This design comes from an exercise in tuning for small area, a short achievable clock period and few clock cycles per item on the open sky130 flow, not from production work. Where RTL was checked, it was by simulation tests only, not by an equivalence proof against the original. Only the layout flow was run in runs 7 and 8; the RTL was not checked for function there.

## flow/design.v

```verilog
module ashlar_encode (
    input  wire [127:0] data,
    output wire [31:0]  check
);
    function [7:0] xtime(input [7:0] x);
        xtime = {x[6:0], 1'b0} ^ (x[7] ? 8'h1D : 8'h00);
    endfunction
    function [7:0] mul_apow(input [7:0] x, input integer k);
        integer n;
        begin
            mul_apow = x;
            for (n = 0; n < k; n = n + 1)
                mul_apow = xtime(mul_apow);
        end
    endfunction
    function [7:0] gf_mul(input [7:0] a, input [7:0] b);
        integer n;
        reg [7:0] p, t;
        begin
            p = 8'h00;
            t = a;
            for (n = 0; n < 8; n = n + 1) begin
                if (b[n]) p = p ^ t;
                t = xtime(t);
            end
            gf_mul = p;
        end
    endfunction
    localparam [7:0] INV_ALPHA_PLUS_1 = 8'hF4;    
    genvar j;
    generate
        for (j = 0; j < 2; j = j + 1) begin : g_cw
            reg [7:0] a, b, s8, s9;
            integer i;
            always @(*) begin
                a = 8'h00;
                b = 8'h00;
                for (i = 0; i < 8; i = i + 1) begin
                    b = b ^ data[16*i + 8*j +: 8];
                    a = a ^ mul_apow(data[16*i + 8*j +: 8], 9 - i);
                end
                s8 = gf_mul(a ^ b, INV_ALPHA_PLUS_1);
                s9 = b ^ s8;
            end
            assign check[8*j +: 8]      = s8;
            assign check[16 + 8*j +: 8] = s9;
        end
    endgenerate
endmodule
module ashlar_syndrome (
    input  wire [159:0] word,
    output wire [31:0]  synd
);
    function [7:0] xtime(input [7:0] x);
        xtime = {x[6:0], 1'b0} ^ (x[7] ? 8'h1D : 8'h00);
    endfunction
    function [7:0] mul_apow(input [7:0] x, input integer k);
        integer n;
        begin
            mul_apow = x;
            for (n = 0; n < k; n = n + 1)
                mul_apow = xtime(mul_apow);
        end
    endfunction
    genvar j;
    generate
        for (j = 0; j < 2; j = j + 1) begin : g_cw
            reg [7:0] s0, s1;
            integer i;
            always @(*) begin
                s0 = 8'h00;
                s1 = 8'h00;
                for (i = 0; i < 10; i = i + 1) begin
                    s0 = s0 ^ word[16*i + 8*j +: 8];
                    s1 = s1 ^ mul_apow(word[16*i + 8*j +: 8], 9 - i);
                end
            end
            assign synd[16*j +: 8]     = s0;
            assign synd[16*j + 8 +: 8] = s1;
        end
    endgenerate
endmodule
module ashlar_delta (
    input  wire [7:0] s0,
    input  wire [7:0] s1,
    output wire [7:0] d8,
    output wire [7:0] d9
);
    function [7:0] xtime(input [7:0] x);
        xtime = {x[6:0], 1'b0} ^ (x[7] ? 8'h1D : 8'h00);
    endfunction
    function [7:0] gf_mul(input [7:0] a, input [7:0] b);
        integer n;
        reg [7:0] p, t;
        begin
            p = 8'h00;
            t = a;
            for (n = 0; n < 8; n = n + 1) begin
                if (b[n]) p = p ^ t;
                t = xtime(t);
            end
            gf_mul = p;
        end
    endfunction
    assign d8 = gf_mul(s0 ^ s1, 8'hF4);
    assign d9 = s0 ^ d8;
endmodule
module ashlar_locate (
    input  wire [7:0] s0,
    input  wire [7:0] s1,
    output reg  [9:0] hit
);
    function [7:0] xtime(input [7:0] x);
        xtime = {x[6:0], 1'b0} ^ (x[7] ? 8'h1D : 8'h00);
    endfunction
    reg [7:0] prod;
    integer k;
    always @(*) begin
        prod = s0;
        for (k = 0; k < 10; k = k + 1) begin
            hit[9 - k] = (s1 == prod);
            prod = xtime(prod);
        end
    end
endmodule
module ashlar_inc32 (
    input  wire [31:0] x,
    input  wire        en,
    output reg  [31:0] y,
    output wire        all_ones
);
    reg [3:0] blk;         
    reg [4:0] pre;         
    reg       c;
    integer b, k;
    always @(*) begin
        for (b = 0; b < 4; b = b + 1)
            blk[b] = &x[8*b +: 8];
        pre[0] = 1'b1;
        for (b = 0; b < 4; b = b + 1)
            pre[b + 1] = pre[b] & blk[b];
        for (b = 0; b < 4; b = b + 1) begin
            c = en & pre[b];
            for (k = 0; k < 8; k = k + 1) begin
                y[8*b + k] = x[8*b + k] ^ c;
                c = c & x[8*b + k];
            end
        end
    end
    assign all_ones = pre[4];
endmodule
module ashlar_ctl (
    input  wire         clk,
    input  wire         rst,
    input  wire         in_valid,
    output wire         in_ready,
    input  wire [1:0]   in_op,         
    input  wire [159:0] in_word,
    input  wire [127:0] in_wdata,
    input  wire [15:0]  in_wmask,
    output wire         out_valid,
    output wire [1:0]   out_outcome,   
    output wire [3:0]   out_column,
    output wire [31:0]  out_synd,
    output wire [127:0] out_data,
    output wire [31:0]  out_check,
    input  wire         erase_en,
    input  wire         clr_counts,
    input  wire         clr_erase,
    output wire         erased,
    output wire [3:0]   erased_col,
    input  wire [3:0]   csr_sel,
    output reg  [31:0]  csr_rdata
);
    localparam [1:0] OP_ENCODE = 2'd1, OP_MERGE = 2'd2;
    localparam [1:0] OC_CLEAN = 2'd0, OC_CORRECTED = 2'd1, OC_UNCORR = 2'd2, OC_POISON = 2'd3;
    localparam [31:0] POISON_XOR = 32'h0303_0101;
    integer i;
    wire is_enc   = (in_op == OP_ENCODE);
    wire is_merge = (in_op == OP_MERGE);
    wire [31:0] synd_in;
    ashlar_syndrome u_synd (.word(in_word), .synd(synd_in));
    reg [15:0]  sel_in;    
    reg [127:0] merged;
    always @(*) begin
        for (i = 0; i < 16; i = i + 1) begin
            sel_in[i] = is_enc || (is_merge && in_wmask[i]);
            merged[8*i +: 8] = sel_in[i] ? in_wdata[8*i +: 8] : in_word[8*i +: 8];
        end
    end
    wire [9:0] hit0_in, hit1_in;
    ashlar_locate u_loc0 (.s0(synd_in[7:0]),   .s1(synd_in[15:8]),  .hit(hit0_in));
    ashlar_locate u_loc1 (.s0(synd_in[23:16]), .s1(synd_in[31:24]), .hit(hit1_in));
    reg         v2;
    reg [31:0]  synd;
    reg [127:0] mdata;
    reg [15:0]  keep;      
    reg [9:0]   pz0, pz1;
    reg         cz0, cz1, poison;
    always @(posedge clk) begin
        if (rst)
            v2 <= 1'b0;
        else
            v2 <= in_valid && in_ready;
        synd   <= is_enc ? 32'd0 : synd_in;
        mdata  <= merged;
        keep   <= ~sel_in;
        pz0    <= (is_enc || synd_in[7:0] == 8'h00)   ? 10'd0 : hit0_in;
        pz1    <= (is_enc || synd_in[23:16] == 8'h00) ? 10'd0 : hit1_in;
        cz0    <= is_enc || synd_in[15:0] == 16'h0000;
        cz1    <= is_enc || synd_in[31:16] == 16'h0000;
        poison <= !is_enc && synd_in == 32'h0102_0102;
    end
    wire [31:0] menc;
    ashlar_encode u_enc (.data(mdata), .check(menc));
    wire [7:0] s00 = synd[7:0],   s10 = synd[15:8];
    wire [7:0] s01 = synd[23:16], s11 = synd[31:24];
    reg        mark;
    reg [3:0]  mark_col;
    reg [9:0] allow;
    always @(*) begin
        for (i = 0; i < 10; i = i + 1)
            allow[i] = !mark || (mark_col == i);
    end
    wire clean0 = cz0;
    wire clean1 = cz1;
    wire [9:0] p0 = pz0 & allow;      
    wire [9:0] p1 = pz1 & allow;
    wire is_poison  = poison;
    wire clean_both = clean0 && clean1;
    wire [9:0] coh = (p0 & p1) | (clean0 ? p1 : 10'd0) | (clean1 ? p0 : 10'd0);
    wire corrected = |coh;
    wire uncorr    = !is_poison && !clean_both && !corrected;
    wire bad       = is_poison || uncorr;
    reg [3:0] column;
    always @(*) begin
        column = 4'd0;
        for (i = 0; i < 10; i = i + 1)
            if (coh[i]) column = column | i[3:0];
    end
    reg [15:0]  fixb;      
    reg [127:0] result;
    always @(*) begin
        for (i = 0; i < 16; i = i + 1) begin
            fixb[i] = keep[i] & coh[i/2] & ((i % 2) ? p1[i/2] : p0[i/2]);
            result[8*i +: 8] = mdata[8*i +: 8] ^ (fixb[i] ? ((i % 2) ? s01 : s00) : 8'h00);
        end
    end
    wire [7:0] d80, d90, d81, d91;
    ashlar_delta u_dl0 (.s0(s00), .s1(s10), .d8(d80), .d9(d90));
    ashlar_delta u_dl1 (.s0(s01), .s1(s11), .d8(d81), .d9(d91));
    wire fixk0 = |(fixb & 16'h5555);
    wire fixk1 = |(fixb & 16'hAAAA);
    assign out_outcome = is_poison ? OC_POISON : clean_both ? OC_CLEAN
                        : corrected ? OC_CORRECTED : OC_UNCORR;
    assign out_check   = menc
                        ^ {fixk1 ? d91 : 8'h00, fixk0 ? d90 : 8'h00,
                           fixk1 ? d81 : 8'h00, fixk0 ? d80 : 8'h00}
                        ^ (bad ? POISON_XOR : 32'd0);
    assign out_valid   = v2;
    assign out_column  = column;
    assign out_synd    = synd;
    assign out_data    = result;
    reg  [31:0] ce_count, ue_count;
    reg  [31:0] col_ce [0:9];
    reg  [31:0] tq;        
    wire ce_inc = v2 && corrected;
    wire ue_inc = v2 && uncorr;
    wire [31:0] ce_nx, ue_nx, tq_nx;
    wire        ce_ones, ue_ones, tq_ones;
    ashlar_inc32 u_ce (.x(ce_count), .en(ce_inc), .y(ce_nx), .all_ones(ce_ones));
    ashlar_inc32 u_ue (.x(ue_count), .en(ue_inc), .y(ue_nx), .all_ones(ue_ones));
    ashlar_inc32 u_tq (.x(tq), .en(ce_inc && ce_count[1:0] != 2'd2), .y(tq_nx), .all_ones(tq_ones));
    reg        nq;         
    reg        fv;         
    reg  [9:0] fa, fb;
    reg  [3:0] sidx;       
    reg  een;
    always @(posedge clk)
        een <= erase_en;
    wire ce_hi = &ce_count[31:3];
    wire slow  = een && !mark && (!nq || ce_hi);
    wire scan  = slow && !fv && !v2;
    assign in_ready = !slow || (fv && !v2);
    reg  [9:0]  pick;      
    reg  [31:0] cnt;
    always @(*) begin
        for (i = 0; i < 10; i = i + 1)
            pick[i] = scan ? (sidx == i) : coh[i];
        cnt = 32'd0;
        for (i = 0; i < 10; i = i + 1)
            cnt = cnt | (pick[i] ? col_ce[i] : 32'd0);
    end
    reg  [31:0] cnt_inc;
    reg  [32:0] cpre;
    integer k;
    always @(*) begin
        cpre[0] = 1'b1;
        for (k = 0; k < 32; k = k + 1)
            cpre[k + 1] = cpre[k] & cnt[k];
        for (k = 0; k < 32; k = k + 1)
            cnt_inc[k] = cnt[k] ^ (cpre[k] & !cpre[32]);
    end
    wire        cclr  = rst || clr_counts;
    wire [31:0] col_d = cnt_inc & {32{!cclr}};
    wire [9:0]  col_ld = {10{cclr}} | ({10{ce_inc}} & coh);
    wire c_gt  = (cnt > tq);
    wire c_eq  = (cnt == tq);
    wire c_ge64 = |cnt[31:6];
    wire c_ge63 = c_ge64 || (&cnt[5:0]);
    wire a_val = c_ge64 && (ce_ones || c_gt);
    wire b_val = c_ge63 && (ce_ones || c_gt || c_eq);
    reg  [9:0] qual;
    reg        mark_next;
    reg  [3:0] mark_col_next;
    always @(*) begin
        for (i = 0; i < 10; i = i + 1)
            qual[i] = fv ? (coh[i] ? fb[i] : fa[i]) : (coh[i] && b_val);
        mark_next     = mark;
        mark_col_next = mark_col;
        if (ce_inc && een && !mark) begin
            for (i = 9; i >= 0; i = i - 1) begin
                if (qual[i]) begin
                    mark_next     = 1'b1;
                    mark_col_next = i[3:0];
                end
            end
        end
    end
    always @(posedge clk) begin
        if (rst || clr_counts) begin
            ce_count <= 32'd0;
            ue_count <= 32'd0;
            tq       <= 32'd0;
        end else begin
            ce_count <= ce_nx;
            ue_count <= ue_nx;
            tq       <= (ce_inc && ce_ones) ? 32'd0 : tq_nx;
        end
        for (i = 0; i < 10; i = i + 1)
            if (col_ld[i])
                col_ce[i] <= col_d;
        if (rst || clr_erase) begin
            mark     <= 1'b0;
            mark_col <= 4'd0;
        end else begin
            mark     <= mark_next;
            mark_col <= mark_col_next;
        end
        if (rst || clr_counts) begin
            nq   <= 1'b1;
            fv   <= 1'b0;
            sidx <= 4'd0;
        end else if (ce_inc) begin
            nq   <= nq && !b_val && !ce_ones;
            fv   <= 1'b0;
            sidx <= 4'd0;
        end else if (scan) begin
            fa[sidx] <= a_val;
            fb[sidx] <= b_val;
            if (sidx == 4'd9) begin
                fv   <= 1'b1;
                nq   <= !(|fa[8:0]) && !a_val;
                sidx <= 4'd0;
            end else begin
                sidx <= sidx + 4'd1;
            end
        end
    end
    assign erased     = mark;
    assign erased_col = mark_col;
    always @(*) begin
        case (csr_sel)
            4'd0:  csr_rdata = ce_count;
            4'd1:  csr_rdata = ue_count;
            4'd2:  csr_rdata = col_ce[0];
            4'd3:  csr_rdata = col_ce[1];
            4'd4:  csr_rdata = col_ce[2];
            4'd5:  csr_rdata = col_ce[3];
            4'd6:  csr_rdata = col_ce[4];
            4'd7:  csr_rdata = col_ce[5];
            4'd8:  csr_rdata = col_ce[6];
            4'd9:  csr_rdata = col_ce[7];
            4'd10: csr_rdata = col_ce[8];
            4'd11: csr_rdata = col_ce[9];
            4'd12: csr_rdata = {27'd0, mark_col, mark};
            default: csr_rdata = 32'd0;
        endcase
    end
endmodule
```

## flow/flow/run.sh

```bash
#!/bin/bash
set -e
export SETUP_SLACK_MARGIN=7
bash standard.sh > standard.log 2>&1
```

## flow/standard.sh

```bash
#!/bin/bash
# synth_recipe.tcl (not shown) runs the flow's synth.tcl, then flattens the netlist and writes it again
# the make line also repeats each setting of config.mk as NAME=value (left out here)
make -C /OpenROAD-flow-scripts/flow DESIGN_CONFIG=/design/flow/config.mk WORK_HOME=/design/flow/orfs CLKGATE_MAP_FILE= SYNTH_SCRIPT=/design/flow/synth_recipe.tcl "${@:-finish}"
```

## flow/config.mk

```make
export PLATFORM = sky130hd
export DESIGN_NAME = ashlar_ctl
export DESIGN_NICKNAME = ashlar_ctl
export VERILOG_FILES = /design/flow/design.v
export SDC_FILE = /design/flow/constraint.sdc
export NUM_CORES = 4
export LEC_CHECK = 0
export CAP_MARGIN = 20
export CORE_MARGIN = 2
export CORE_UTILIZATION = 40
export SLEW_MARGIN = 20
```

## flow/constraint.sdc

```tcl
create_clock -name core_clock -period 14.0 [get_ports {clk}]
set_input_delay 2.8000 -clock core_clock [delete_from_list [all_inputs] [get_ports {clk}]]
set_output_delay 2.8000 -clock core_clock [all_outputs]
set_load 0.01 [all_outputs]
```

==> results.cfg, run 1 <==
[route]
dr.pass1.iters = 9
drtAntennaViolNets = 0
via_per_inst = 5.83
routedWlPerCell_um = 28.7
drc = 0
vias = 35400
routed_wl_um = 174000
drt_iter0_markers = 4501

[timing]
rsz0062_at_grt = true
setup_violations = 0
finalHoldViolCount = 0
max_slew_margin = 0.257
tightestPinTransition_ns = 1.11
min_period_ns = 7.26
maxSlewViolCount = 0
fin_crit_sh = 0.518
setup_tns_ns = 0
fmax_ghz = 0.138
fin_worst_skew_ns = 0.0512

[grt]
grt-ovfl-total = 0
grt_max_degree = 74
grt_pass1_vias = 34200
antenna_found_initial = 10
grt_first_pass_wirelength_um = 242000
grt_usage = 0.328

[yosys]
synth-async-reset-ratio = 0
synthTopCellsByArea = edfxtp_1, xnor2_1, dfxtp_1
synth_top_area_frac = 0.258
synth_area_um2 = 39500
synth_top_area_cell = edfxtp_1
syn_avg_cell_area_um2 = 9.87
ys_ff_latch = 648
synth_edf_count = 340
synth_nets = 4445
synth_most_common_cell = xnor2_1
synth_ff_type = edfxtp_1
yosys_warnings = 7
netlist_instances = 4007
synthDistinctLibCells = 84
yosys-top-cells-count = xnor2_1, nand2_1, edfxtp_1, dfxtp_1, xor2_1
synth_seq_area_share = 0.414

[cts]
cts_max_path_buffers = 3
cts_inserted_buffers = 75
postCtsHoldBufs = 0
cts_tree = built
clkTransAtPathRegs_ns = 0.06
clockRootBuffer = clkbuf_16
h-tree-depth = 3
cts_sinks = 648
clock_latency_ns = 0.68

[worst_setup_path]
criticalPathCategory = primary input to primary output
crit_fanout = 16
worst_setup_path_end_kind = primary output
cp-start-kind = primary input
crit_arrival_ns = 4.46
required_ns = 11.20
rrSetupSlack_ns = 7.19

[place]
hpwl_um = 123000
port_buffers = 552
finalWeightedCongestion = 0.951

[hold_path]
min_path_type = flop to flop

[floorplanning]
start_util = 0.403
die_area_um2 = 101000
fp.coreArea_um2 = 98100
fp.dieW_um = 318
io_pins = 553
die_h_um = 318
rows = 115

[cells_and_area]
nets = 5155
syn2layout_area_growth_pct = 34.3
drive_gt1_frac = 0.161
fill_cells = 8715

[flow_run]
cap_viol_max_count = 0

[outcome]
outcome = timing/DRC/antenna clean
## metrics by stage
stage | hold slack, ns | instances | util | worst slack [ns] | cell area [um2]
floorplan | 0.483 | 4007 | - | 7.03 | 39600
global placement | 0.501 | 5764 | 0.476 | 4.88 | 46800
detailed placement | 0.526 | 5764 | 0.477 | 4.81 | 46800
CTS | 0.544 | 5980 | 0.524 | 6.73 | 51400
global route | 0.572 | 6067 | 0.541 | 6.64 | 53100
finish | 0.537 | 6067 | 0.541 | 6.74 | 53100
## layout by cell type, fill, tap and decap left out, types with 105 or more instances in the layout
master	instances
a22o_1	118
ha_1	122
edfxtp_1	340
o21ai_0	137
and2_1	105
nand2_1	636
xnor2_1	798
dfxtp_1	275
buf_4	185
clkdlybuf4s50_1	488
xor2_1	199
nor2_1	116
## state kept, by name (all words and copies together), names as in the netlist, 4 cells and up
name      cells
ce_count     32
col_ce      320
tq           32
pz1          10
keep         16
mdata       128
fb           10
ue_count     32
pz0          10
fa           10
mark_col      4
sidx          4
synd         32
## final timing paths
| kind | end | cells past startpoint | startpoint |
|---|---|---|---|
| min | tq[31] | 2 | tq[31] |
| min reg2reg | tq[31] | 2 | tq[31] |
| max | csr_rdata[2] | 8 | csr_sel[3] |
| max reg2reg | mark_col[3] | 24 | ce_count[15] |
## worst max-delay path: stages
cell	delay, ns
buf_12	0.11
buf_4	0.13
nor4_4	0.34
clkbuf_16	0.29
a22oi_1	0.09
and3_1	0.18
nand4_1	0.30
buf_2	0.21
## final cells by class
| cell class | instances | area [um2] | area share |
|---|---|---|---|
| inverter | 93 | 349 | 0.00658 |
| sequential | 648 | 16400 | 0.310 |
| antenna | 3 | 7.51 | 0.000141 |
| clock buffer | 99 | 2060 | 0.0388 |
| multi-input combinational | 3084 | 23900 | 0.451 |
| timing repair buffer | 815 | 8180 | 0.154 |
| clock inverter | 38 | 487 | 0.00917 |
| tap | 1287 | 1610 | 0.0303 |
## cell families (layout without fill, tap and decap cells)
kind of cell / Yosys count / count (layout) / share of synthesized area
fa+ha+maj: 122 / 122 / 0.0386
simple gates: 1278 / 1278 / 0.158
flops: 648 / 648 / 0.414
other cells: 0 / 3 / 0
compound gates: 565 / 565 / 0.108
xor+xnor: 1103 / 1103 / 0.248
buf+inv: 275 / 1045 / 0.0292
mux: 16 / 16 / 0.00427
## timing repair
action	4_1_cts	5_1_grt
pin swaps	87	111
endpoints found under the setup margin	81	158
resized for setup	474	186
hold endpoints to repair	0	0
gates cloned	9	4
setup buffers	70	80
## layer usage
metal | routed length [um] | GRT usage | up-vias
met5 | 40 | 0 | -
met4 | 9430 | 0.165 | 6
met3 | 18800 | 0.0801 | 518
met2 | 79200 | 0.525 | 2292
met1 | 67000 | 0.413 | 17100
li1 | - | - | 15400
Testbench counts, summed over its fixed seeds: cycles 24,008, items 24,000.
==> inputs of run 2 (changes only) <==
==> flow/flow/run.sh (replaced) <==
#!/bin/bash
set -e
export SETUP_SLACK_MARGIN=7
export BUFFER_PORTS_ARGS="-buffer_cell sky130_fd_sc_hd__buf_1"
bash standard.sh > standard.log 2>&1
==> results.cfg, run 2 <==
[yosys]
synthTopCellsByArea = edfxtp_1, xnor2_1, dfxtp_1
synth_mux_area_frac = 0.00427
synth_simple_gate_area_frac = 0.158
synth_top_area_cell = edfxtp_1
yosys-top-cells-count = xnor2_1, nand2_1, edfxtp_1, dfxtp_1, xor2_1
synth_edf_count = 340
synth_most_common_cell = xnor2_1
synth_top_family_by_area = XOR/XNOR gates
syn_avg_cell_area_um2 = 9.87
ys_ff_latch = 648
synth_area_um2 = 39500
synth_xor_area_frac = 0.248
synth_nets = 4445
synth_seq_area_share = 0.414
synth_top_area_frac = 0.258
netlist_instances = 4007
yosys_warnings = 7
synthAdderAreaFrac = 0.0386
synth-async-reset-ratio = 0
synth_ff_type = edfxtp_1
synthDistinctLibCells = 84
synth_compound_area_frac = 0.108

[place]
hpwl_um = 120000
port_buffers = 552
finalWeightedCongestion = 0.995

[grt]
grt_max_degree = 44
grt-ovfl-total = 0
use_met1 = 0.406
gr-max-usage-layer = met2
grt_usage = 0.318
globalRouteMet3Util = 0.0680
grt_first_pass_wirelength_um = 236000
antenna_found_initial = 11
grt_pass1_vias = 34100
use_met2 = 0.509

[route]
drtAntennaViolNets = 0
vias = 35300
drc = 0
routed_wl_um = 170000
drt_iter0_markers = 4637
dr.pass1.iters = 11
routedWlPerCell_um = 28.1
via_per_inst = 5.85

[cts]
postCtsHoldBufs = 0
cts_inserted_buffers = 75
clkTransAtPathRegs_ns = 0.06
clock_latency_ns = 0.69
clockRootBuffer = clkbuf_16
h-tree-depth = 3
cts_sinks = 648
cts_max_path_buffers = 3
cts_tree = built

[outcome]
outcome = timing/DRC/antenna clean

[floorplanning]
fp.coreArea_um2 = 98100
fp.dieW_um = 318
start_util = 0.403
io_pins = 553
die_area_um2 = 101000
rows = 115
die_h_um = 318

[timing]
min_period_ns = 7.39
fin_worst_skew_ns = 0.0474
setup_violations = 0
setup_tns_ns = 0
rsz0062_at_grt = true
tightestPinTransition_ns = 1.00
maxSlewViolCount = 0
max_slew_margin = 0.328
fmax_ghz = 0.135
fin_crit_sh = 0.528
finalHoldViolCount = 0

[cells_and_area]
syn2layout_area_growth_pct = 24.8
nets = 5125
largest_register_ffs = 320
fin_util = 0.503
drive_gt1_frac = 0.148
regMostFlops = col_ce
final_cell_mix = xnor2_1, nand2_1, buf_1
mostFrequentLayoutCell = xnor2_1
biggestRegsByFlops = col_ce: 320 flops, mdata: 128 flops

[hold_path]
min-delay-start = tq[31]
hold_path_depth = 2
min_path_type = flop to flop
hold_end = tq[31]

[worst_setup_path]
r2r_start = ce_count[15]
cpMostUsedCell = xnor2_4
required_ns = 11.20
worst_setup_path_end_kind = primary output
r2r-end = mark_col[3]
cpPeakStageDelay_ns = 0.51
crit_fanout = 3
path_cells = xnor2_2 > xnor3_2 > xnor2_4 > xnor2_2 > xor2_2 > xor2_1 > xnor2_1 > xor2_1 > xnor3_2 > xnor2_4 > xor2_4 > buf_12 > xnor2_4 > xor2_2 > buf_2
crit_path_top_delay_cell = xnor3_2
criticalPathCategory = flop to primary output
ff2ff_path_depth = 24
rrSetupSlack_ns = 7.16
crit_arrival_ns = 4.59
cp-startpoint = mdata[27]
cp-start-kind = flop

[flow_run]
cap_viol_max_count = 0
run 2: worst max-delay path by stage:
stage | endpoint | slack (ns) | cells after the start
after floorplan | csr_rdata[16] | 7.03 | 7
after global placement | csr_rdata[0] | 5.41 | 8
after detailed placement | csr_rdata[2] | 5.35 | 8
after CTS | out_check[12] | 6.79 | 15
after global routing | out_check[12] | 6.47 | 15
final | out_check[12] | 6.61 | 15
run 2: layout make-up:
class                      count  area (um2)
inverter                      93         349
timing repair buffer         785        4660
multi-input combinational   3084       23600
clock buffer                  96        2110
clock inverter                43         586
sequential                   648       16400
antenna                        4        10.0
fill                        8966       48800
tap                         1287        1610
run 2: critical path: cells and delay by family, from the launching register on:
family                    cells  cell delay [ns]
DFF                           1             0.35
buffers and inverters         2             0.34
xor gates and xnor gates     13             3.22
run 2: stage by stage:
step	hold slack [ns]	std cells	setup WS [ns]	instance area [um2]
6_report	0.516	6040	6.61	49300
5_1_grt	0.573	6039	6.47	49300
4_1_cts	0.524	5974	6.79	48000
3_5_place_dp	0.506	5758	5.35	43300
3_3_place_gp	0.505	5758	5.41	43300
2_1_floorplan	0.483	4007	7.03	39600
run 2: cells by family after synthesis:
logic type / count (synthesis)
flip-flops: 648
XOR/XNOR: 1103
AO/OA/AOI/OAI: 565
buffers and inverters: 275
AND/OR/NAND/NOR: 1278
multiplexers: 16
adder cells (fa/ha/maj): 122
run 2: timing repair:
| item | 4_1_cts | 5_1_grt |
|---|---|---|
| resized for setup | 267 | 147 |
| setup buffers | 72 | 57 |
| pin swaps | 79 | 78 |
| cloned | 5 | 5 |
| endpoints found under the setup margin | 126 | 157 |
run 2: layer usage:
metal | share of wire | vias up
met1 | 0.38 | 16800
li1 | - | 15400
met3 | 0.11 | 587
met2 | 0.45 | 2509
met4 | 0.058 | 4
met5 | 0.00014 | -
==> inputs of run 3 (changes only) <==
==> flow/flow/run.sh (replaced) <==
#!/bin/bash
set -e
export SETUP_SLACK_MARGIN=6.5
export BUFFER_PORTS_ARGS="-buffer_cell sky130_fd_sc_hd__buf_1"
bash standard.sh > standard.log 2>&1
==> results.cfg, run 3 <==
[timing]
fin_worst_skew_ns = 0.0480
setup_violations = 0
max_slew_margin = 0.195
setup_tns_ns = 0
timing.hold.ws_ns = 0.517
min_period_ns = 7.51
tightestPinTransition_ns = 1.21
fmax_ghz = 0.133
rsz0062_at_grt = true
maxSlewViolCount = 0
fin_crit_sh = 0.536
finalHoldViolCount = 0

[cts]
clockRootBuffer = clkbuf_16
cts_max_path_buffers = 3
cts_tree = built
clkTransAtPathRegs_ns = 0.05
clock_latency_ns = 0.67
h-tree-depth = 3
cts_inserted_buffers = 76
cts_sinks = 648

[floorplanning]
rows = 115
fp.coreArea_um2 = 98100
die_h_um = 318
fp.dieW_um = 318
io_pins = 553
die_area_um2 = 101000
start_util = 0.403

[cells_and_area]
syn2layout_area_growth_pct = 16.8
mostFrequentLayoutCell = xnor2_1
regMostFlops = col_ce
nets = 5005
largest_register_ffs = 320
drive_gt1_frac = 0.0795
biggestRegsByFlops = col_ce: 320 flops, mdata: 128 flops
final_cell_area_um2 = 46200
final_cell_mix = xnor2_1, nand2_1, buf_1

[yosys]
synth_xor_area_frac = 0.248
synth_nets = 4445
synth_seq_area_share = 0.414
synthDistinctLibCells = 84
synth_top_area_frac = 0.258
synth_edf_count = 340
yosys-top-cells-count = xnor2_1, nand2_1, edfxtp_1, dfxtp_1, xor2_1
ys_ff_latch = 648
synth_area_um2 = 39500
synth_simple_gate_area_frac = 0.158
synth_top_area_cell = edfxtp_1
synth_top_family_by_area = XOR/XNOR gates
synth_most_common_cell = xnor2_1
synth_compound_area_frac = 0.108
yosys_warnings = 7
synth-async-reset-ratio = 0
syn_avg_cell_area_um2 = 9.87
synthTopCellsByArea = edfxtp_1, xnor2_1, dfxtp_1
netlist_instances = 4007
synth_ff_type = edfxtp_1
synth_mux_area_frac = 0.00427
synthAdderAreaFrac = 0.0386

[grt]
antenna_found_initial = 8
grt-ovfl-total = 0
grt_usage = 0.309
grt_max_degree = 43
grt_first_pass_wirelength_um = 230000
grt_pass1_vias = 33600

[route]
routedWlPerCell_um = 27.4
routed_wl_um = 162000
drt_iter0_markers = 4354
dr.pass1.iters = 13
drc = 0
drtAntennaViolNets = 0
vias = 34400
via_per_inst = 5.81

[worst_setup_path]
crit_path_top_delay_cell = a222oi_1
crit_arrival_ns = 4.71
cp_top_family = simple AND/OR/NAND/NOR gates
rrSetupSlack_ns = 6.67
required_ns = 11.20
cpPeakStageDelay_ns = 0.34
crit_fanout = 32
cp.buffers_inverters = 3
criticalPathCategory = primary input to primary output
cp-start-kind = primary input
worst_setup_path_end_kind = primary output
path_cells = clkbuf_4 > nand2b_1 > nor2_2 > buf_6 > a222oi_1 > and3_1 > nand4_1 > buf_1

[place]
place_area_um2 = 43300
finalWeightedCongestion = 0.988
port_buffers = 552
hpwl_um = 118000

[flow_run]
cap_viol_max_count = 0

[hold_path]
min_path_type = flop to flop

[outcome]
outcome = timing/DRC/antenna clean
==> run 3: cell type report <==
cell class | instances | area [um2]
fill | 9515 | 51900
inverter | 93 | 349
antenna | 4 | 10.0
tap | 1287 | 1610
sequential | 648 | 16400
timing repair buffer | 664 | 2970
multi-input combinational | 3084 | 22400
clock inverter | 44 | 463
clock buffer | 96 | 2020
==> run 3: cell families (layout without fill, tap and decap cells) <==
kind of cell	count (synthesis)	after routing
AO/OA/AOI/OAI	565	565
buffers and inverters	275	897
adder cells (fa/ha/maj)	122	122
multiplexers	16	16
AND/OR/NAND/NOR	1278	1278
flip-flops	648	648
XOR/XNOR	1103	1103
other	0	4
==> run 3: path summary, 6_finish.rpt <==
path              cells after the start    startpoint             to
hold reg to reg                       2        tq[31]         tq[31]
setup reg to reg                     13  ce_count[22]  col_ce[1][10]
setup / recovery                      8    csr_sel[0]   csr_rdata[0]
hold / removal                        2        tq[31]         tq[31]
==> run 3: per-layer routing <==
metal,global-route usage,vias up,part of all wire,wire [um]
li1,-,15200,-,-
met1,0.395,16500,0.39,62800
met2,0.489,2169,0.45,72500
met3,0.0747,509,0.11,17900
met4,0.148,8,0.056,9040
met5,0,-,0.00035,57
==> run 3: tightest hold or removal path, stage by stage (launching register included) <==
cell	delay [ns]
dfxtp_1	0.34
xnor2_1	0.08
nor2_1	0.07
==> run 3: timing repair <==
item                                    in CTS  in global routing
pin swaps                                    8                 13
endpoints found under the setup margin      46                 34
buffers inserted                             4                  7
gates cloned                                 0                  0
hold buffers                                 0                  0
gates resized for setup                     28                 39
==> run 3: stage by stage <==
step	util	worst slack (ns)	instances
floorplan	-	6.85	4007
global placement	0.441	5.51	5763
detailed placement	0.441	5.47	5763
CTS	0.468	6.45	5907
global route	0.471	6.48	5919
finish	0.471	6.49	5920
==> inputs of run 4 (changes only) <==
--- a/flow/config.mk
+++ b/flow/config.mk
@@ -7,5 +7,6 @@
 export LEC_CHECK = 0
 export CAP_MARGIN = 20
 export CORE_MARGIN = 2
-export CORE_UTILIZATION = 40
+export CORE_UTILIZATION = 80
+export CTS_BUF_LIST = sky130_fd_sc_hd__clkbuf_8
 export SLEW_MARGIN = 20
==> results.cfg, run 4 <==
[yosys]
netlist_instances = 4007
synth_edf_count = 340
yosys-top-cells-count = xnor2_1, nand2_1, edfxtp_1, dfxtp_1, xor2_1
yosys_warnings = 7
synth_area_um2 = 39500
syn_avg_cell_area_um2 = 9.87
synth_seq_area_share = 0.414
synthTopCellsByArea = edfxtp_1, xnor2_1, dfxtp_1
ys_ff_latch = 648
synth_top_area_cell = edfxtp_1
synth_ff_type = edfxtp_1
synth-async-reset-ratio = 0
synthDistinctLibCells = 84
synth_most_common_cell = xnor2_1
synth_nets = 4445
synth_top_area_frac = 0.258

[floorplanning]
start_util = 0.809
fp.dieW_um = 226
die_h_um = 226
io_pins = 553
rows = 81

[cts]
cts_max_path_buffers = 3
clockRootBuffer = clkbuf_8
cts_inserted_buffers = 102
cts_sinks = 648
h-tree-depth = 3
postCtsHoldBufs = 0

[outcome]
outcome = did not finish
lastStage = global routing (5_1_grt)
error = [ERROR GRT-0232] Routing congestion too high. Check the congestion heatmap in the GUI.

[place]
hpwl_um = 110000
pre_cts_slack_ns = 6.09
port_buffers = 552
finalWeightedCongestion = 1.19

[grt]
grt_max_degree = 74
grt_usage = 0.914
grt-ovfl-total = 650
==> run 4: cell counts after synthesis <==
Identical to the previous run, type by type.
==> run 4: logic make-up after synthesis <==
group                    share of synthesized area
AND/OR/NAND/NOR                              0.158
AO/OA/AOI/OAI                                0.108
buffers and inverters                       0.0292
adder cells (fa/ha/maj)                     0.0386
flip-flops                                   0.414
XOR/XNOR                                     0.248
multiplexers                               0.00427
==> run 4: stage by stage <==
| stage | util | area, um2 | cells |
|---|---|---|---|
| after CTS | 0.917 | 44800 | 5321 |
| after detailed placement | 0.867 | 42400 | 5125 |
| after global placement | 0.866 | 42300 | 5123 |
| after floorplan | - | 39500 | 4007 |
==> run 4: layer usage <==
metal	GRT overflow	track usage
met1	33	0.880
met2	335	1.01
met3	43	0.846
met4	234	0.961
met5	5	0.655
==> run 4: what timing repair did <==
action,CTS
endpoints found under the setup margin,46
gates resized for setup,31
pin swaps,7
buffers inserted,6
==> run 4: worst max path at each step <==
stage                    start       endpoint  slack (ns)  depth (start not counted)
global placement    csr_sel[3]  csr_rdata[21]        6.19                          8
floorplan           csr_sel[1]   csr_rdata[7]        6.85                          7
CTS                 csr_sel[0]  csr_rdata[15]        6.48                          8
detailed placement  csr_sel[3]  csr_rdata[21]        6.09                          8
==> inputs of run 5 (changes only) <==
--- a/flow/config.mk
+++ b/flow/config.mk
@@ -7,6 +7,6 @@
 export LEC_CHECK = 0
 export CAP_MARGIN = 20
 export CORE_MARGIN = 2
-export CORE_UTILIZATION = 80
+export CORE_UTILIZATION = 55
 export CTS_BUF_LIST = sky130_fd_sc_hd__clkbuf_8
 export SLEW_MARGIN = 20
==> results.cfg, run 5 <==
[outcome]
outcome = timing/DRC/antenna clean

[yosys]
synth_ff_type = edfxtp_1
synth_most_common_cell = xnor2_1
ys_ff_latch = 648
syn_avg_cell_area_um2 = 9.87
yosys_warnings = 7
synth_nets = 4445
synth_top_area_cell = edfxtp_1
netlist_instances = 4007
synth_seq_area_share = 0.414
synthDistinctLibCells = 84
synth-async-reset-ratio = 0
synth_top_area_frac = 0.258
yosys-top-cells-count = xnor2_1, nand2_1, edfxtp_1, dfxtp_1, xor2_1
synthTopCellsByArea = edfxtp_1, xnor2_1, dfxtp_1
synth_area_um2 = 39500
synth_edf_count = 340

[grt]
grt_pass1_vias = 33500
antenna_found_initial = 4
grt_max_degree = 55
grt_first_pass_wirelength_um = 228000
grt_usage = 0.421
grt-ovfl-total = 0

[route]
drtAntennaViolNets = 0
vias = 35000
drt_iter0_markers = 4854
routed_wl_um = 160000
drc = 0
via_per_inst = 6.19
routedWlPerCell_um = 28.4
dr.pass1.iters = 9

[cts]
clockRootBuffer = clkbuf_8
cts_max_path_buffers = 3
cts_tree = built
h-tree-depth = 3
cts_inserted_buffers = 112
cts_sinks = 648
clkTransAtPathRegs_ns = 0.06
clock_latency_ns = 0.79

[floorplanning]
start_util = 0.554
fp.dieW_um = 272
die_area_um2 = 74000
io_pins = 553
fp.coreArea_um2 = 71400
rows = 98
die_h_um = 272

[timing]
tightestPinTransition_ns = 1.10
setup_violations = 0
maxSlewViolCount = 0
max_slew_margin = 0.264
fin_worst_skew_ns = 0.0870
rsz0062_at_grt = true
fmax_ghz = 0.134
fin_crit_sh = 0.533
finalHoldViolCount = 0
setup_tns_ns = 0
min_period_ns = 7.46

[cells_and_area]
syn2layout_area_growth_pct = 16.0
finalNonFillerCells = 5647
final_cell_mix = xnor2_1, nand2_1, buf_1
regMostFlops = col_ce
nets = 5034
drive_gt1_frac = 0.0899
biggestRegsByFlops = col_ce: 320 flops, mdata: 128 flops
fin_util = 0.643
mostFrequentLayoutCell = xnor2_1
largest_register_ffs = 320

[place]
port_buffers = 552
placed_cells = 5422
hpwl_um = 114000
finalWeightedCongestion = 1.03

[flow_run]
cap_viol_max_count = 0

[worst_setup_path]
crit_arrival_ns = 4.66
criticalPathCategory = primary input to primary output
crit_fanout = 32
cp-start-kind = primary input
worst_setup_path_end_kind = primary output
required_ns = 11.20

[hold_path]
min_path_type = flop to flop
run 5: path summary, 6_finish.rpt:
kind	start	to	slack [ns]	depth (start not counted)
max reg2reg	ce_count[21]	nq	6.75	20
max	csr_sel[3]	csr_rdata[0]	6.54	8
min reg2reg	tq[31]	tq[31]	0.53	2
min	tq[31]	tq[31]	0.53	2
run 5: cell type report:
cell class                      instances  area [um2]
Fill cell                            6187       25500
Multi-Input combinational cell       3084       22400
Sequential cell                       648       16400
Timing Repair Buffer                  657        2890
Clock buffer                          133        1830
Tap cell                              950        1190
Clock inverter                         80         786
Inverter                               93         349
Antenna cell                            2        5.00
run 5: timing repair:
action / 4_1_cts / 5_1_grt
pin swaps: 8 / 8
hold buffers: 0 / 0
resized for setup: 26 / 35
endpoints found under the setup margin: 43 / 63
buffers inserted: 5 / 5
run 5: kinds of logic after synthesis:
group / share of synthesized area
mux: 0.00427
fa+ha+maj: 0.0386
xor+xnor: 0.248
flops: 0.414
compound gates: 0.108
buf+inv: 0.0292
simple gates: 0.158
run 5: worst max-delay path, stage by stage:
cell and delay, ns:
buf_4 0.18, nand2b_2 0.26, nor3_2 0.12, buf_4 0.55
a22oi_1 0.15, and3_1 0.22, nand4_1 0.18, buf_1 0.19
run 5: per-layer routing:
| layer | track usage | wire (um) | part of all wire | up-vias |
|---|---|---|---|---|
| met5 | 0 | 15 | 0.000093 | - |
| met4 | 0.220 | 10100 | 0.063 | 4 |
| met3 | 0.0917 | 18700 | 0.12 | 580 |
| met2 | 0.664 | 72000 | 0.45 | 2514 |
| met1 | 0.544 | 59700 | 0.37 | 16700 |
| li1 | - | - | - | 15200 |
run 5: metrics by stage:
stage / cell area [um2] / setup slack [ns] / hold WS (ns)
after global placement: 42800 / 6.11 / 0.502
after floorplan: 39500 / 6.85 / 0.483
after CTS: 45600 / 6.51 / 0.537
after detailed placement: 42800 / 6.08 / 0.518
after global routing: 45900 / 6.47 / 0.567
final: 45900 / 6.54 / 0.531
==> inputs of run 6 (changes only) <==
--- a/flow/config.mk
+++ b/flow/config.mk
@@ -5,8 +5,8 @@
 export SDC_FILE = /design/flow/constraint.sdc
 export NUM_CORES = 4
 export LEC_CHECK = 0
-export CAP_MARGIN = 20
+export CAP_MARGIN = 5
 export CORE_MARGIN = 2
 export CORE_UTILIZATION = 55
 export CTS_BUF_LIST = sky130_fd_sc_hd__clkbuf_8
-export SLEW_MARGIN = 20
+export SLEW_MARGIN = 5
==> results.cfg, run 6 <==
[cells_and_area]
nets = 5037
biggestRegsByFlops = col_ce: 320 flops, mdata: 128 flops
multi_input_area_um2 = 22400
fin_util = 0.639
mostFrequentLayoutCell = xnor2_1
largest_register_ffs = 320
seq_area_um2 = 16400
fill_cells = 6211
drive_gt1_frac = 0.0869
final_cell_mix = xnor2_1, nand2_1, buf_1
final_cell_area_um2 = 45600
regMostFlops = col_ce
syn2layout_area_growth_pct = 15.3

[yosys]
synth_top_area_frac = 0.258
synth_top_family_by_area = XOR/XNOR gates
synthAdderAreaFrac = 0.0386
synthTopCellsByArea = edfxtp_1, xnor2_1, dfxtp_1
syn_avg_cell_area_um2 = 9.87
synth_seq_area_share = 0.414
synth_mux_area_frac = 0.00427
ys_ff_latch = 648
synth_nets = 4445
yosys-top-cells-count = xnor2_1, nand2_1, edfxtp_1, dfxtp_1, xor2_1
synth_edf_count = 340
synth_simple_gate_area_frac = 0.158
synth-async-reset-ratio = 0
synth_area_um2 = 39500
synthDistinctLibCells = 84
synth_top_area_cell = edfxtp_1
yosys_warnings = 7
synth_xor_area_frac = 0.248
synth_compound_area_frac = 0.108
synth_ff_type = edfxtp_1
netlist_instances = 4007
synth_most_common_cell = xnor2_1

[timing]
fin_ws_ns = 6.32
finalHoldViolCount = 0
tightestPinTransition_ns = 1.28
timing.hold.ws_ns = 0.532
setup_violations = 0
max_slew_margin = 0.142
fin_worst_skew_ns = 0.0678
min_period_ns = 7.68
maxSlewViolCount = 0
rsz0062_at_grt = true
setup_tns_ns = 0
fin_crit_sh = 0.549
fmax_ghz = 0.130

[worst_setup_path]
crit_path_top_delay_cell = xnor2_1
cp-start-kind = flop
required_ns = 11.20
crit_arrival_ns = 4.88
rrSetupSlack_ns = 6.76
path_cells = xor2_2 > xnor3_1 > xnor2_2 > xnor2_1 > xnor2_1 > xor2_1 > xnor2_2 > xor2_1 > xnor3_2 > xnor2_4 > xor2_4 > xnor2_2 > xnor2_1 > buf_1
cpPeakStageDelay_ns = 0.54
crit_fanout = 5
worst_setup_path_end_kind = primary output
criticalPathCategory = flop to primary output

[flow_run]
cap_viol_max_count = 0

[route]
via_per_inst = 6.20
routed_wl_um = 161000
drc = 0
drt_iter0_markers = 4812
dr.pass1.iters = 9
vias = 35000
drtAntennaViolNets = 0
routedWlPerCell_um = 28.5

[cts]
cts_max_path_buffers = 3
cts_inserted_buffers = 111
cts_sinks = 648
h-tree-depth = 3
cts_tree = built
clockRootBuffer = clkbuf_8
clkTransAtPathRegs_ns = 0.06
clock_latency_ns = 0.76

[grt]
grt_first_pass_wirelength_um = 228000
antenna_found_initial = 2
grt_max_degree = 55
grt_usage = 0.422
grt_pass1_vias = 33800
grt-ovfl-total = 0

[floorplanning]
die_area_um2 = 74000
die_h_um = 272
fp.coreArea_um2 = 71400
rows = 98
start_util = 0.554
io_pins = 553
fp.dieW_um = 272

[hold_path]
min_path_type = flop to flop

[outcome]
outcome = timing/DRC/antenna clean

[place]
hpwl_um = 114000
finalWeightedCongestion = 1.03
place_area_um2 = 42800
pre_cts_slack_ns = 6.09
port_buffers = 552
run 6: cell counts after synthesis:
Identical to the previous run, type by type.
run 6: path summary, 6_finish.rpt:
| path | from | endpoint | cells past startpoint |
|---|---|---|---|
| min | tq[31] | tq[31] | 2 |
| min reg2reg | tq[31] | tq[31] | 2 |
| max | mdata[13] | out_check[28] | 14 |
| max reg2reg | ce_count[21] | nq | 19 |
run 6: cell families (layout without fill, tap and decap cells):
logic type                 Yosys count  after routing
other                                0              1
buffers and inverters              275            964
AOI/OAI and AO/OA                  565            565
adders and majority gates          122            122
DFF                                648            648
muxes                               16             16
xor gates and xnor gates          1103           1103
and+or+nand+nor                   1278           1278
run 6: critical path: cells and delay by family, from the launching register on:
kind                      cells  cell delay, ns
buffers and inverters         1            0.21
DFF                           1            0.41
xor gates and xnor gates     13            3.51
run 6: cell type report:
cell class | count | share of cell area
repair buffers | 661 | 0.0641
flip-flops and latches | 648 | 0.360
well taps | 950 | 0.0261
clock inverters | 81 | 0.0129
clock buffers | 129 | 0.0390
diodes | 1 | 0.0000549
inverters | 93 | 0.00766
multi-input cells | 3084 | 0.490
run 6: timing repair:
action / CTS / global route
gates resized for setup: 21 / 39
hold endpoints to repair: 0 / 0
pin swaps: 8 / 10
setup endpoints to repair: 41 / 64
hold buffers: 0 / 0
setup buffers: 7 / 7
run 6: routing by layer:
metal / routed length, um / global-route usage / part of all wire
met1: 60700 / 0.543 / 0.38
met2: 71800 / 0.667 / 0.45
met3: 18200 / 0.0982 / 0.11
met4: 10100 / 0.214 / 0.063
met5: 12 / 0 / 0.000075
run 6: stage by stage:
stage / instances
finish: 5647
global route: 5646
CTS: 5639
detailed placement: 5422
global placement: 5422
floorplan: 4007
==> inputs of run 7 (changes only) <==
--- a/flow/design.v
+++ b/flow/design.v
@@ -275,11 +275,8 @@
     reg        fv;         
     reg  [9:0] fa, fb;
     reg  [3:0] sidx;       
-    reg  een;
-    always @(posedge clk)
-        een <= erase_en;
     wire ce_hi = &ce_count[31:3];
-    wire slow  = een && !mark && (!nq || ce_hi);
+    wire slow  = !mark && (!nq || ce_hi);
     wire scan  = slow && !fv && !v2;
     assign in_ready = !slow || (fv && !v2);
     reg  [9:0]  pick;      
@@ -318,7 +315,7 @@
             qual[i] = fv ? (coh[i] ? fb[i] : fa[i]) : (coh[i] && b_val);
         mark_next     = mark;
         mark_col_next = mark_col;
-        if (ce_inc && een && !mark) begin
+        if (ce_inc && erase_en && !mark) begin
             for (i = 9; i >= 0; i = i - 1) begin
                 if (qual[i]) begin
                     mark_next     = 1'b1;
--- a/flow/config.mk
+++ b/flow/config.mk
@@ -5,8 +5,8 @@
 export SDC_FILE = /design/flow/constraint.sdc
 export NUM_CORES = 4
 export LEC_CHECK = 0
-export CAP_MARGIN = 5
+export CAP_MARGIN = 20
 export CORE_MARGIN = 2
 export CORE_UTILIZATION = 55
 export CTS_BUF_LIST = sky130_fd_sc_hd__clkbuf_8
-export SLEW_MARGIN = 5
+export SLEW_MARGIN = 20
==> results.cfg, run 7 <==
[outcome]
outcome = timing/DRC/antenna clean

[yosys]
yosys-top-cells-count = xnor2_1, nand2_1, edfxtp_1, dfxtp_1, xor2_1
ys_ff_latch = 647
synth-async-reset-ratio = 0
netlist_instances = 4232
synth_most_common_cell = xnor2_1
synthDistinctLibCells = 95
synth_area_um2 = 40900
synthTopCellsByArea = edfxtp_1, xnor2_1, dfxtp_1
synth_edf_count = 340
syn_avg_cell_area_um2 = 9.67
synth_ff_type = edfxtp_1
synth_seq_area_share = 0.400
synth_top_area_cell = edfxtp_1
synth_nets = 4670
yosys_warnings = 7
synth_top_area_frac = 0.249

[floorplanning]
die_h_um = 277
fp.coreArea_um2 = 74100
fp.dieW_um = 277
die_area_um2 = 76600
rows = 100
start_util = 0.553
io_pins = 553

[route]
dr.pass1.iters = 10
drt_iter0_markers = 5104
drc = 0
via_per_inst = 6.35
drtAntennaViolNets = 0
routed_wl_um = 169000
vias = 37200
routedWlPerCell_um = 28.9

[cts]
h-tree-depth = 3
cts_sinks = 647
clkTransAtPathRegs_ns = 0.06
cts_inserted_buffers = 111
postCtsHoldBufs = 0
clock_latency_ns = 0.78
cts_max_path_buffers = 3
cts_tree = built
clockRootBuffer = clkbuf_8

[grt]
grt_usage = 0.425
grt-ovfl-total = 0
grt_max_degree = 64
grt_first_pass_wirelength_um = 240000
antenna_found_initial = 7
grt_pass1_vias = 35700

[timing]
fin_worst_skew_ns = 0.0677
maxSlewViolCount = 0
finalHoldViolCount = 0
fmax_ghz = 0.133
fin_crit_sh = 0.535
setup_tns_ns = 0
min_period_ns = 7.50
tightestPinTransition_ns = 1.11
rsz0062_at_grt = true
max_slew_margin = 0.255
setup_violations = 0

[place]
port_buffers = 552
hpwl_um = 122000
finalWeightedCongestion = 1.05

[cells_and_area]
biggestRegsByFlops = col_ce: 320 flops, mdata: 128 flops
syn2layout_area_growth_pct = 14.5
mostFrequentLayoutCell = xnor2_1
drive_gt1_frac = 0.0808
regMostFlops = col_ce
largest_register_ffs = 320
nets = 5234
final_cell_mix = xnor2_1, nand2_1, buf_1

[hold_path]
hold_path_depth = 2
min-delay-start = tq[31]
hold_end = tq[31]
min_path_type = flop to flop

[worst_setup_path]
required_ns = 11.20
crit_fanout = 32
path_cells = buf_2 > nand2b_2 > nor3_2 > buf_4 > a22o_1 > a221oi_1 > nand3_1 > buf_1
criticalPathCategory = primary input to primary output
cp.buffers_inverters = 3
r2r_start = mark_col[1]
cpPeakStageDelay_ns = 0.33
cp_top_family = buffers and inverters
ff2ff_path_depth = 15
r2r-end = col_ce[4][21]
cp-start-kind = primary input
crit_arrival_ns = 4.70
crit_path_top_delay_cell = a22o_1
rrSetupSlack_ns = 6.81
worst_setup_path_end_kind = primary output

[flow_run]
cap_viol_max_count = 0
==> run 7: layout make-up <==
type | count | area, um2
Multi-Input combinational cell | 3281 | 23700
Timing Repair Buffer | 655 | 2870
Inverter | 100 | 375
Sequential cell | 647 | 16400
Clock buffer | 129 | 1780
Tap cell | 969 | 1210
Clock inverter | 76 | 586
Antenna cell | 6 | 15.0
Fill cell | 6537 | 27200
==> run 7: cells by family (layout without fill, tap and decap cells) <==
group                    after synthesis  after routing  synth area share
multiplexers                          25             25           0.00645
buffers and inverters                304            960            0.0305
flip-flops                           647            647             0.400
AND/OR/NAND/NOR                     1351           1351             0.156
adder cells (fa/ha/maj)              122            122            0.0373
AO/OA/AOI/OAI                        671            671             0.130
other                                  0              6                 0
XOR/XNOR                            1112           1112             0.240
==> run 7: worst max path at each step <==
stage	startpoint	cells past startpoint	endpoint
finish	csr_sel[3]	8	csr_rdata[13]
global route	mdata[85]	13	out_check[0]
CTS	mdata[51]	13	out_check[22]
detailed placement	csr_sel[1]	8	csr_rdata[22]
global placement	csr_sel[1]	8	csr_rdata[22]
floorplan	csr_sel[2]	7	csr_rdata[15]
==> run 7: what timing repair did <==
action / in CTS / in global routing
gates resized for setup: 13 / 20
pin swaps: 1 / 5
setup buffers: 2 / 0
endpoints found under the setup margin: 46 / 26
==> run 7: layer usage <==
layer | GRT usage | share of wire | vias to the layer above | wire length [um]
met3 | 0.0980 | 0.11 | 648 | 19500
met1 | 0.546 | 0.37 | 17700 | 63400
met5 | 0 | 0.000065 | - | 11
met2 | 0.658 | 0.44 | 2700 | 75100
met4 | 0.246 | 0.067 | 2 | 11300
li1 | - | - | 16100 | -
==> run 7: worst reg2reg max path: stages, from the launching register on <==
cell,delay [ns]
dfxtp_1,0.85
or4b_2,0.70
a22oi_2,0.35
buf_4,0.24
a22o_1,0.15
buf_4,0.41
a211o_1,0.71
nand2_1,0.10
and3_1,0.19
nand3_1,0.33
nor3b_1,0.53
nand4_2,0.40
o211ai_2,0.72
nor3_1,0.24
xnor2_1,0.68
nor2_1,0.32
==> run 7: per-stage QoR <==
step	instance area [um2]	setup WS, ns	utilization	std cells	hold slack [ns]
floorplan	40900	6.84	-	4232	0.483
global placement	44300	6.23	0.598	5649	0.501
detailed placement	44300	6.20	0.598	5649	0.509
CTS	46700	6.53	0.631	5856	0.527
global route	46900	6.44	0.633	5861	0.552
finish	46900	6.50	0.633	5863	0.524
==> inputs of run 8 (changes only) <==
--- a/flow/config.mk
+++ b/flow/config.mk
@@ -8,5 +8,7 @@
 export CAP_MARGIN = 20
 export CORE_MARGIN = 2
 export CORE_UTILIZATION = 55
-export CTS_BUF_LIST = sky130_fd_sc_hd__clkbuf_8
+export CTS_BUF_LIST = sky130_fd_sc_hd__clkbuf_16
+export CTS_CLUSTER_DIAMETER = 100
+export CTS_CLUSTER_SIZE = 30
 export SLEW_MARGIN = 20
==> results.cfg, run 8 <==
[hold_path]
min_path_type = flop to flop

[yosys]
synth_simple_gate_area_frac = 0.156
synth_edf_count = 340
yosys-top-cells-count = xnor2_1, nand2_1, edfxtp_1, dfxtp_1, xor2_1
synth_ff_type = edfxtp_1
ys_ff_latch = 647
synth-async-reset-ratio = 0
syn_avg_cell_area_um2 = 9.67
synth_top_family_by_area = XOR/XNOR gates
synth_top_area_cell = edfxtp_1
netlist_instances = 4232
yosys_warnings = 7
synth_top_area_frac = 0.249
synth_seq_area_share = 0.400
synth_compound_area_frac = 0.130
synth_nets = 4670
synth_xor_area_frac = 0.240
synth_area_um2 = 40900
synthDistinctLibCells = 95
synth_mux_area_frac = 0.00645
synthAdderAreaFrac = 0.0373
synthTopCellsByArea = edfxtp_1, xnor2_1, dfxtp_1
synth_most_common_cell = xnor2_1

[worst_setup_path]
required_ns = 11.20
worst_setup_path_end_kind = primary output
crit_fanout = 32
criticalPathCategory = primary input to primary output
rrSetupSlack_ns = 6.79
crit_arrival_ns = 4.71
cp-start-kind = primary input

[cells_and_area]
mostFrequentLayoutCell = xnor2_1
nets = 5157
syn2layout_area_growth_pct = 11.7
biggestRegsByFlops = col_ce: 320 flops, mdata: 128 flops
regMostFlops = col_ce
drive_gt1_frac = 0.0577
largest_register_ffs = 320
final_cell_mix = xnor2_1, nand2_1, buf_1

[flow_run]
cap_viol_max_count = 0

[timing]
fin_ws_ns = 6.49
rsz0062_at_grt = true
tightestPinTransition_ns = 1.16
max_slew_margin = 0.219
finalHoldViolCount = 0
setup_tns_ns = 0
min_period_ns = 7.51
fin_worst_skew_ns = 0.0498
timing.hold.ws_ns = 0.536
maxSlewViolCount = 0
fmax_ghz = 0.133
fin_crit_sh = 0.537
setup_violations = 0

[grt]
grt_pass1_vias = 35100
antenna_found_initial = 5
grt-ovfl-total = 0
grt_first_pass_wirelength_um = 239000
grt_max_degree = 64
grt_usage = 0.422

[floorplanning]
fp.dieW_um = 277
fp.coreArea_um2 = 74100
die_area_um2 = 76600
io_pins = 553
rows = 100
die_h_um = 277
start_util = 0.553

[cts]
clock_latency_ns = 0.63
clkTransAtPathRegs_ns = 0.11
cts_sinks = 647
cts_tree = built
cts_inserted_buffers = 36
h-tree-depth = 2
clockRootBuffer = clkbuf_16
cts_max_path_buffers = 3
post-cts-setup-buffers = 0

[route]
drc = 0
dr.pass1.iters = 9
via_per_inst = 6.44
routed_wl_um = 168000
routedWlPerCell_um = 29.4
vias = 36800
drt_iter0_markers = 5392
drtAntennaViolNets = 0

[outcome]
outcome = timing/DRC/antenna clean

[place]
finalWeightedCongestion = 1.05
pre_cts_slack_ns = 6.20
hpwl_um = 122000
port_buffers = 552
==> run 8: cell types whose count changed in the layout (fill, tap and decap cells not counted), moves of 3 or more <==
cell,change
clkbuf_16,+38
xnor2_2,-6
clkinv_1,-7
clkinv_2,-18
inv_16,+3
clkinv_8,+3
inv_1,-26
dfxtp_1,+3
clkinv_16,+3
bufinv_16,-7
dfxtp_2,-3
clkbuf_8,-129
clkinvlp_4,-7
xnor2_1,+6
==> run 8: layer usage <==
| layer | track usage | vias to the layer above | wire length [um] | share of wire |
|---|---|---|---|---|
| met3 | 0.0937 | 650 | 19800 | 0.12 |
| met5 | 0.00375 | - | 43 | 0.00026 |
| met2 | 0.653 | 2626 | 73600 | 0.44 |
| met4 | 0.244 | 4 | 11800 | 0.070 |
| li1 | - | 15900 | - | - |
| met1 | 0.545 | 17600 | 62800 | 0.37 |
==> run 8: layout make-up <==
| cell class | instances | area [um2] |
|---|---|---|
| clock buffer | 38 | 951 |
| inverter | 100 | 375 |
| fill | 6615 | 28300 |
| tap | 969 | 1210 |
| sequential | 647 | 16400 |
| clock inverter | 26 | 353 |
| multi-input combinational | 3281 | 23600 |
| antenna | 4 | 10.0 |
| timing repair buffer | 653 | 2850 |
==> run 8: timing repair <==
item	CTS	global route
pin swaps	0	1
gates resized for setup	8	13
hold buffers	0	0
endpoints found under the setup margin	32	25
==> run 8: critical path, cell delays in order <==
cell and delay (ns):
buf_2 0.22, nand2b_2 0.29, nor3_2 0.06, buf_4 0.31
a22o_1 0.33, a221oi_1 0.24, nand3_1 0.22, buf_1 0.18
==> run 8: kinds of logic after synthesis <==
| family | count (synthesis) |
|---|---|
| fa+ha+maj | 122 |
| simple gates | 1351 |
| xor+xnor | 1112 |
| buf+inv | 304 |
| mux | 25 |
| compound gates | 671 |
| flops | 647 |
==> run 8: stage by stage <==
stage	area, um2	std cells	utilization
5_1_grt	45700	5717	0.617
3_3_place_gp	44300	5649	0.598
3_5_place_dp	44300	5649	0.598
2_1_floorplan	40900	4232	-
4_1_cts	45600	5713	0.616
6_report	45700	5718	0.617
==> run 8: worst paths after layout <==
| check | from | end | cells past startpoint |
|---|---|---|---|
| worst min-delay path | tq[31] | tq[31] | 2 |
| worst max-delay path | csr_sel[3] | csr_rdata[13] | 8 |
| worst min register to register | tq[31] | tq[31] | 2 |
| worst max register to register | mark_col[3] | col_ce[8][21] | 14 |
==> inputs of run 9 (changes only) <==
--- a/flow/design.v
+++ b/flow/design.v
@@ -275,8 +275,11 @@
     reg        fv;         
     reg  [9:0] fa, fb;
     reg  [3:0] sidx;       
+    reg  een;
+    always @(posedge clk)
+        een <= erase_en;
     wire ce_hi = &ce_count[31:3];
-    wire slow  = !mark && (!nq || ce_hi);
+    wire slow  = een && !mark && (!nq || ce_hi);
     wire scan  = slow && !fv && !v2;
     assign in_ready = !slow || (fv && !v2);
     reg  [9:0]  pick;      
@@ -315,7 +318,7 @@
             qual[i] = fv ? (coh[i] ? fb[i] : fa[i]) : (coh[i] && b_val);
         mark_next     = mark;
         mark_col_next = mark_col;
-        if (ce_inc && erase_en && !mark) begin
+        if (ce_inc && een && !mark) begin
             for (i = 9; i >= 0; i = i - 1) begin
                 if (qual[i]) begin
                     mark_next     = 1'b1;
==> results.cfg, run 9 <==
[outcome]
outcome = timing/DRC/antenna clean

[cts]
h-tree-depth = 1
clock_latency_ns = 0.69
cts_inserted_buffers = 31
cts_tree = built
cts_sinks = 648
cts_max_path_buffers = 3
clkTransAtPathRegs_ns = 0.11
postCtsHoldBufs = 0
clockRootBuffer = clkbuf_16

[timing]
finalHoldViolCount = 0
fin_crit_sh = 0.537
timing.hold.ws_ns = 0.542
maxSlewViolCount = 0
setup_tns_ns = 0
fin_worst_skew_ns = 0.0350
setup_violations = 0
max_slew_margin = 0.266
fmax_ghz = 0.133
tightestPinTransition_ns = 1.09
fin_ws_ns = 6.49
min_period_ns = 7.51
rsz0062_at_grt = false

[cells_and_area]
fin_util = 0.619
biggestRegsByFlops = col_ce: 320 flops, mdata: 128 flops
final_cell_area_um2 = 44200
mostFrequentLayoutCell = xnor2_1
largest_register_ffs = 320
final_cell_mix = xnor2_1, nand2_1, buf_1
nets = 4951
syn2layout_area_growth_pct = 11.7
regMostFlops = col_ce
drive_gt1_frac = 0.0630
fill_cells = 6314

[yosys]
synth_top_area_frac = 0.258
synthAdderAreaFrac = 0.0386
synth_most_common_cell = xnor2_1
ys_ff_latch = 648
yosys_warnings = 7
yosys-top-cells-count = xnor2_1, nand2_1, edfxtp_1, dfxtp_1, xor2_1
synth-async-reset-ratio = 0
synth_top_family_by_area = XOR/XNOR gates
synth_edf_count = 340
synth_ff_type = edfxtp_1
synth_compound_area_frac = 0.108
synth_seq_area_share = 0.414
syn_avg_cell_area_um2 = 9.87
synth_xor_area_frac = 0.248
synth_top_area_cell = edfxtp_1
synth_nets = 4445
synth_simple_gate_area_frac = 0.158
synth_area_um2 = 39500
synthTopCellsByArea = edfxtp_1, xnor2_1, dfxtp_1
synth_mux_area_frac = 0.00427
synthDistinctLibCells = 84
netlist_instances = 4007

[route]
vias = 34200
drtAntennaViolNets = 0
dr.pass1.iters = 10
drc = 0
routedWlPerCell_um = 28.9
drt_iter0_markers = 5125
routed_wl_um = 158000
via_per_inst = 6.23
dr_wl_met3_um = 17500
wl_met1_um = 60100
wl_met2_um = 71500
top_layer_used = met5

[place]
hpwl_um = 114000
port_buffers = 552
place_area_um2 = 42800
pre_cts_slack_ns = 6.08
finalWeightedCongestion = 1.03

[grt]
antenna_found_initial = 3
grt_first_pass_wirelength_um = 225000
grt_pass1_vias = 32600
grt_usage = 0.414
grt_max_degree = 55
grt-ovfl-total = 0

[worst_setup_path]
required_ns = 11.20
crit_arrival_ns = 4.71
cpMostUsedCell = buf_4
cpPeakStageDelay_ns = 0.53
cp-start-kind = primary input
worst_setup_path_end_kind = primary output
cp.buffers_inverters = 3
crit_path_top_delay_cell = buf_4
criticalPathCategory = primary input to primary output
cp_top_family = buffers and inverters
path_cells = buf_4 > nand2b_2 > nor2_4 > buf_4 > a222oi_1 > o21a_1 > nand4_1 > buf_1
crit_fanout = 31

[floorplanning]
fp.coreArea_um2 = 71400
rows = 98
io_pins = 553
start_util = 0.554
die_h_um = 272
fp.dieW_um = 272
die_area_um2 = 74000

[flow_run]
cap_viol_max_count = 0

[hold_path]
min_path_type = flop to flop
-- run 9: path summary, 6_finish.rpt --
check	depth (start not counted)	start	to	slack [ns]
setup / recovery	8	csr_sel[3]	csr_rdata[1]	6.49
hold / removal	2	tq[31]	tq[31]	0.54
setup reg to reg	20	ce_count[21]	mark_col[0]	6.79
hold reg to reg	2	tq[31]	tq[31]	0.54
-- run 9: repair_timing --
item | 4_1_cts | 5_1_grt
pin swaps | 6 | 5
endpoints found under the setup margin | 39 | 63
setup buffers | 3 | 5
resized for setup | 17 | 29
-- run 9: worst register-to-register path, delay by kind of cell (launching register included) --
family / cells / cell delay (ns)
DFF: 1 / 0.53
and+or+nand+nor: 9 / 3.43
adders and majority gates: 1 / 0.39
AOI/OAI and AO/OA: 7 / 1.89
buffers and inverters: 3 / 0.87
-- run 9: area by class of cell --
class                   count  area [um2]  area share
diodes                      2        5.00    0.000113
repair buffers            655        2870      0.0649
multi-input cells        3084       22300       0.505
inverters                  93         349     0.00790
clock buffers              31         776      0.0176
clock inverters            27         277     0.00626
flip-flops and latches    648       16400       0.371
well taps                 950        1190      0.0269
-- run 9: cells by family after synthesis --
kind of cell    after synthesis
compound gates              565
xor+xnor                   1103
fa+ha+maj                   122
buf+inv                     275
flops                       648
mux                          16
simple gates               1278
-- run 9: metrics by stage --
step / cells
finish: 5490
global route: 5489
CTS: 5483
detailed placement: 5422
global placement: 5422
floorplan: 4007
-- run 9: layer usage --
metal,GRT usage,up-vias
met4,0.195,2
met3,0.0775,513
met1,0.544,16300
li1,-,15000
met2,0.662,2399
met5,0,-
Testbench counts of run 9, summed over its fixed seeds: cycles 24,008, items 24,000.

-- afterwards: timing with drivers on the ports --
Ports are ideal in the flow. The routed layouts listed here were re-timed in OpenROAD. Step 1 (the two cells are an assumption about what drives the block):
set clk [get_ports {clk}]
set_driving_cell -lib_cell sky130_fd_sc_hd__clkbuf_16 $clk
set_driving_cell -lib_cell sky130_fd_sc_hd__buf_2 [delete_from_list [all_inputs] $clk]
Step 2 moves the port delays by t, midway between the first and last clock arrival at a register: inputs arrive t later, outputs are due t later. That takes back most of the time a late clock gives input paths. Three values: ideal ports, drivers, drivers and shift; two values: the first two.
| run | t, ns | slack for setup (ns) | hold slack, ns |
|---|---|---|---|
| run 1 | 0.709 | 6.743 / 6.561 / 6.561 | 0.537 / 0.537 / 0.537 |
| run 2 | 0.725 | 6.611 / 6.554 / 6.573 | 0.516 / 0.516 / 0.516 |
| run 3 | 0.697 | 6.489 / 6.355 / 6.355 | 0.517 / 0.517 / 0.517 |
| run 5 | 0.803 | 6.542 / 6.493 / 6.512 | 0.531 / 0.531 / 0.531 |
| run 6 | 0.790 | 6.316 / 6.253 / 6.552 | 0.532 / 0.532 / 0.532 |
| run 7 | 0.809 | 6.505 / 6.477 / 6.477 | 0.524 / 0.524 / 0.524 |
| run 8 | 0.674 | 6.486 / 6.458 / 6.458 | 0.536 / 0.536 / 0.536 |
| run 9 | 0.726 | 6.485 / 6.460 / 6.460 | 0.542 / 0.542 / 0.542 |
After both steps every run listed still meets setup and hold. For run 1, which loses most, drivers alone change the setup slack by -0.182 ns; drivers and shift together by -0.182 ns.
